This is an optimization exercise on Yosys and OpenROAD, whose aim is small area, a short achievable clock period and few clock cycles per item, not a production implementation.
Where RTL was checked, it was by simulation tests only, not by an equivalence proof against the original.

==> inputs of harbor <==
## qg_screen_lane
module qg_screen_lane (
    input  wire         clk,
    input  wire         rst,
    input  wire         in_valid,
    output wire         in_ready,
    input  wire [1:0]   in_fmt,         
    input  wire         in_grey3,       
    input  wire         in_two_rowsets,
    input  wire [7:0]   in_p0,          
    input  wire [7:0]   in_ph,          
    input  wire [7:0]   in_pv,          
    input  wire [7:0]   in_phv,         
    input  wire [15:0]  in_gain,        
    input  wire [111:0] in_theta,       
    input  wire [15:0]  in_mask,        
    input  wire [8:0]   in_share,       
    input  wire         in_zone,        
    input  wire [10:0]  in_k,           
    input  wire [10:0]  in_s,           
    input  wire [11:0]  in_dots2_map,   
    output reg          out_valid,
    output reg  [2:0]   out_logical,
    output reg  [2:0]   out_level,
    output reg          out_rowset,
    output reg          out_pick_b,
    output reg          out_clip
);
    assign in_ready = 1'b1;
    function gt16;
        input [15:0] a;
        input [15:0] b;
        integer i, w;
        reg [15:0] g, l;
        begin
            g = a & ~b;
            l = ~a & b;
            for (w = 1; w < 16; w = w * 2)
                for (i = 0; i < 16; i = i + 2 * w) begin
                    g[i] = g[i + w] | (~l[i + w] & g[i]);
                    l[i] = l[i + w] | (~g[i + w] & l[i]);
                end
            gt16 = g[0];
        end
    endfunction
    function gt16r;
        input [15:0] a;
        input [15:0] b;
        integer i;
        reg c;
        begin
            c = 1'b0;
            for (i = 0; i < 16; i = i + 1)
                c = (a[i] & ~b[i]) | (a[i] & c) | (~b[i] & c);
            gt16r = c;
        end
    endfunction
    function [2:0] count7;
        input [6:0] f;
        begin
            case (f)
                7'd0: count7 = 3'd0;
                7'd1: count7 = 3'd1;
                7'd2: count7 = 3'd1;
                7'd3: count7 = 3'd2;
                7'd4: count7 = 3'd1;
                7'd5: count7 = 3'd2;
                7'd6: count7 = 3'd2;
                7'd7: count7 = 3'd3;
  ...
clock: 48.0 ns
lec_check: 0
cap_margin: 20
core_margin: 2
core_utilization: 50
cts_buf_list: sky130_fd_sc_hd__clkbuf_16
cts_cluster_diameter: 120
cts_cluster_size: 30
place_density: 0.7
slew_margin: 20
tns_end_percent: 10
standard.sh (not shown) runs the stock make flow with config.mk's settings and CLKGATE_MAP_FILE= SYNTH_SCRIPT=/design/flow/synth_recipe.tcl, a recipe that flattens the netlist after the stock synthesis.
==> flow/flow/run.sh <==
#!/bin/bash
# The standard layout (standard.sh), with these changes:
#  - synthesis (flow/synth.tcl): the standard script, but Yosys's generic
#    ABC pass inside synth is skipped (-noabc), so that the full adders
#    written in the RTL are extracted without inverters around them, and the
#    final ABC mapping uses flow/abc.script;
#  - ports get buf_1 buffers;
#  - repair_timing aims at a slack of SETUP_SLACK_MARGIN below the 48 ns
#    clock, i.e. at the period the design can reach.
# make's output goes to standard.log; ORFS keeps each step's log in orfs/logs.
set -euo pipefail
W=$PWD
bash standard.sh finish SYNTH_SCRIPT=$W/flow/synth.tcl SYNTH_ARGS=-noabc \
  "BUFFER_PORTS_ARGS=-buffer_cell sky130_fd_sc_hd__buf_1" \
  SETUP_SLACK_MARGIN=37.3 > $W/standard.log 2>&1
==> flow/flow/abc.script <==
strash
dc2
dch -f
map -D 4000
buffer
upsize -D 4000
dnsize -D 4000
stime -p
==> flow/flow/synth.tcl <==
# synth_recipe.tcl with ABC's script swapped for flow/abc.script.
proc synth {args} { yosys synth -nofsm -noshare {*}$args }
set ::my_flow_dir [file dirname [file normalize [info script]]]
proc abc {args} {
  set i [lsearch -exact $args -script]
  if {$i >= 0} { set args [lreplace $args $i [expr {$i + 1}] -script $::my_flow_dir/abc.script] }
  set i [lsearch -exact $args -D]
  if {$i >= 0} { set args [lreplace $args $i [expr {$i + 1}]] }
  yosys abc {*}$args
}
source $::env(SCRIPTS_DIR)/synth.tcl
# left out here: clear keep_hierarchy, flatten, clean up, hide names made inside functions, write 1_2_yosys.v
==> willow (differences from harbor) <==
==> flow/flow/abc.script (replaced) <==
strash
dch
map -D 6000
buffer
upsize -D 6000
dnsize -D 6000
stime -p
CORE_UTILIZATION = 60   (was 50)
CTS_BUF_LIST = sky130_fd_sc_hd__clkbuf_8   (was sky130_fd_sc_hd__clkbuf_16)
CTS_CLUSTER_DIAMETER = not set   (was 120)
CTS_CLUSTER_SIZE = not set   (was 30)
PLACE_DENSITY = 0.75   (was 0.7)
TNS_END_PERCENT = not set   (was 10)
==> pepper (differences from harbor) <==
--- a/flow/design.v
+++ b/flow/design.v
@@ -37,28 +37,16 @@
             for (w = 1; w < 16; w = w * 2)
                 for (i = 0; i < 16; i = i + 2 * w) begin
                     g[i] = g[i + w] | (~l[i + w] & g[i]);
                     l[i] = l[i + w] | (~g[i + w] & l[i]);
                 end
             gt16 = g[0];
         end
     endfunction
-    function gt16r;
-        input [15:0] a;
-        input [15:0] b;
-        integer i;
-        reg c;
-        begin
-            c = 1'b0;
-            for (i = 0; i < 16; i = i + 1)
-                c = (a[i] & ~b[i]) | (a[i] & c) | (~b[i] & c);
-            gt16r = c;
-        end
-    endfunction
     function [2:0] count7;
         input [6:0] f;
         begin
             case (f)
                 7'd0: count7 = 3'd0;
                 7'd1: count7 = 3'd1;
                 7'd2: count7 = 3'd1;
                 7'd3: count7 = 3'd2;
@@ -299,27 +287,17 @@
     wire us_c_72, us_s_71;
     assign {us_c_72, us_s_71} = {1'b0, us_c_64} + {1'b0, us_s_69} + {1'b0, us_c_66};
     wire us_c_74, us_s_73;
     assign {us_c_74, us_s_73} = {1'b0, s1_us[37]} + {1'b0, s1_us[38]} + {1'b0, us_c_70};
     wire [11:0] us_x = {1'b0, s1_us[39], us_c_72, us_c_68, us_c_62, us_c_56, us_c_50, us_c_44, us_s_43, us_s_37, s1_us[4], s1_us[0]};
     wire [11:0] us_y = {1'b0, us_c_74, us_s_73, us_s_71, us_s_67, us_s_61, us_s_55, us_s_49, 1'b0, 1'b0, us_s_33, s1_us[1]};
     wire [11:0] up_sum = us_x + us_y;
     wire [9:0]  u      = up_sum[11:2];
-    wire [10:0] th_c;
-    wire [9:0]  t_hi;
-    assign th_c[0] = 1'b0;
-    genvar m;
-    generate
-        for (m = 0; m < 10; m = m + 1) begin : thr
-            wire addend = (m == 0) ? u[8] : (m == 1) ? u[9] : 1'b0;
-            assign t_hi[m]    = u[m] ^ addend ^ th_c[m];
-            assign th_c[m+1]  = (u[m] & addend) | (u[m] & th_c[m]) | (addend & th_c[m]);
-        end
-    endgenerate
+    wire [9:0]  t_hi   = u + {8'd0, u[9:8]};
     wire [15:0] t      = {t_hi, u[7:2]};
     wire [15:0] tm     = {u, u[7:2]};
     wire [18:0] gx = {2'b00, s1_gain, 1'b0};
     genvar j;
     generate
         for (j = 0; j < 9; j = j + 1) begin : booth
             wire b0 = gx[2*j], b1 = gx[2*j+1], b2 = gx[2*j+2];
             wire one = b0 ^ b1;
@@ -656,17 +634,17 @@
     wire [15:0] e_full = prod[29:14];
     wire [15:0] e_sat  = e_full | {16{clip}};      
     wire [6:0]  use_k  = {{4{s1_grey3}}, 3'b111};
     wire [6:0]  gt_t, gt_e;
     genvar k;
     generate
         for (k = 0; k < 7; k = k + 1) begin : cmp
             wire [15:0] th = s1_theta[16*k +: 16];
-            assign gt_t[k] = use_k[k] & gt16r(t, th);
+            assign gt_t[k] = use_k[k] & gt16(t, th);
             assign gt_e[k] = use_k[k] & gt16(e_sat, th);
         end
     endgenerate
     wire [10:0] pk_pp [0:7];
     genvar i;
     generate
         for (i = 0; i < 8; i = i + 1) begin : pkrow
             assign pk_pp[i] = {11{s1_rank[i]}} & s1_s;
@@ -845,24 +823,18 @@
     wire pk_c_566, pk_s_565;
     assign {pk_c_566, pk_s_565} = {1'b0, pk_pp[6][10]} + {1'b0, pk_pp[7][9]} + {1'b0, ~s1_k[8]};
     wire pk_c_568, pk_s_567;
     assign {pk_c_568, pk_s_567} = {1'b0, pk_c_560} + {1'b0, pk_s_565} + {1'b0, pk_c_562};
     wire pk_c_570, pk_s_569;
     assign {pk_c_570, pk_s_569} = {1'b0, pk_pp[7][10]} + {1'b0, ~s1_k[9]} + {1'b0, pk_c_566};
     wire [19:0] pk_x = {1'b1, pk_c_570, pk_c_568, pk_c_564, pk_c_558, pk_c_550, pk_c_540, pk_c_528, pk_c_514, pk_c_498, pk_c_482, pk_hc_466, pk_c_450, pk_s_449, pk_c_424, pk_s_423, pk_c_406, pk_s_405, pk_s_399, pk_s_395};
     wire [19:0] pk_y = {1'b0, 1'b1, pk_s_569, pk_s_567, pk_s_563, pk_s_557, pk_s_549, pk_s_539, pk_s_527, pk_s_513, pk_s_497, pk_s_481, pk_h_465, 1'b0, pk_h_435, 1'b0, pk_h_413, 1'b0, 1'b0, 1'b0};
-    wire [19:0] pk_c;
-    assign pk_c[0] = 1'b0;
-    generate
-        for (m = 0; m < 19; m = m + 1) begin : pkc
-            assign pk_c[m+1] = (pk_x[m] & pk_y[m]) | (pk_x[m] & pk_c[m]) | (pk_y[m] & pk_c[m]);
-        end
-    endgenerate
-    wire        pick   = s1_zone & (pk_x[19] ^ pk_y[19] ^ pk_c[19]);
+    wire [19:0] pk_sum = pk_x + pk_y;
+    wire        pick   = s1_zone & pk_sum[19];
     always @(posedge clk) begin
         if (rst) out_valid <= 1'b0;
         else     out_valid <= s1_valid;
         out_rowset <= s1_rowset;
         out_pick_b <= pick;
         if (s1_dotsfmt) begin
             out_logical <= s1_dots;
             out_level   <= s1_dots;
==> flow/flow/abc.script (replaced) <==
strash
dch
map -D 6000
buffer
upsize -D 6000
dnsize -D 6000
stime -p
CORE_UTILIZATION = 60   (was 50)
CTS_BUF_LIST = sky130_fd_sc_hd__clkbuf_8   (was sky130_fd_sc_hd__clkbuf_16)
CTS_CLUSTER_DIAMETER = not set   (was 120)
CTS_CLUSTER_SIZE = not set   (was 30)
PLACE_DENSITY = 0.75   (was 0.7)
TNS_END_PERCENT = not set   (was 10)
==> summary.txt <==
* Critical path class: flip-flop to flip-flop
* Post-Place Worst Slack at 34.57 ns
* DRT Pass-1 Iters at 5
* Vias in the first global route at 16.6k
* Clk slew on worst S/H paths at 0.06 ns
* Clock Skews at 0.0522 ns
* Final core occ at 72.4%
* Share of the synthesized area in the top cell type at 28.5%
* Status: timing/DRC/antenna clean
* FF-to-FF path depth at 55
* Max-slew headroom at 39.4%
* Largest net degree at the start of global routing at 26
* Placed cell areas at 19400 um^2
* CP max FO at 10
* Commonest cells post-synth: 300 x inv_1, 268 x nor2_1, 258 x fa_1
* Total CTS buffers at 36
* Met1 Use GR at 41.1%
-- figures above: willow

==> summary.txt <==
* Vias in the first global route at roughly 17k
* Total CTS buffers at 12
* Critical path class: flip-flop to primary output
* Commonest cells post-synth: 269 x inv_1, 258 x fa_1, 239 x nand2_1
* Largest net degree at the start of global routing at 31
* Share of the synthesized area in the top cell type at 28.3%
* Status: timing/DRC/antenna clean
* TritonCTS clock tree: yes
* Final core occ at between 50% and 60%
* FF-to-FF path depth at a little over 40
* Clk slew on worst S/H paths at 0.11 ns
* Max-slew headroom at a little under two fifths
* Met1 Use GR at between 30% and 40%
* CP max FO at 1
* Post-Place Worst Slack at 35.94 ns
* Clock Skews at between 0.015 and 0.02 ns
-- figures above: harbor

==> summary.txt <==
* Critical path class: flip-flop to flip-flop
* Max-slew headroom at 43.4%
* Final core occ at between 70% and 80%
* Clk slew on worst S/H paths at 0.06 ns
* Vias in the first global route at 18.1k
* Largest net degree at the start of global routing at 34
* Status: timing/DRC/antenna clean
* Clock Skews at 0.0336 ns
* FF-to-FF path depth at 49
-- figures above: pepper

Testbench counts of harbor, summed over its fixed seeds: cycles 40,008, items 40,000.
Testbench counts of willow, summed over its fixed seeds: cycles 40,008, items 40,000.
Function not checked in pepper: the RTL went through the layout flow alone.

==> what the ideal ports hide <==
The flow's constraints put no driver on any port. The routed layouts listed below were extracted and timed again, unchanged, in two steps.
Step 1 (the two cells are an assumption about what drives the block):
set clk [get_ports {clk}]
set_driving_cell -lib_cell sky130_fd_sc_hd__clkbuf_16 $clk
set_driving_cell -lib_cell sky130_fd_sc_hd__buf_2 [delete_from_list [all_inputs] $clk]
Step 2 also shifts input and output timing later by t, the mid clock arrival at the registers, as if the neighbouring blocks saw the same clock.
Three values: ideal, step 1, step 2; two values: the first two.
| run | t, ns | slack for setup (ns) | hold WS [ns] | clock arrival spread, ns | cell pins on the clock port's net |
|---|---|---|---|---|---|
| harbor | 0.559 | 37.368 / 37.314 / 37.026 | 0.337 / 0.337 / 0.337 | 0.019 / 0.019 | 1 |
| willow | 0.625 | 37.101 / 37.101 / 36.910 | 0.360 / 0.360 / 0.360 | 0.056 / 0.056 | 1 |
| pepper | 0.637 | 37.252 / 37.252 / 36.790 | 0.331 / 0.331 / 0.331 | 0.042 / 0.042 | 1 |
After both steps setup and hold are still met in every run listed. For pepper, which loses most, drivers alone change the setup slack by 0.000 ns; drivers and shift together by -0.462 ns.
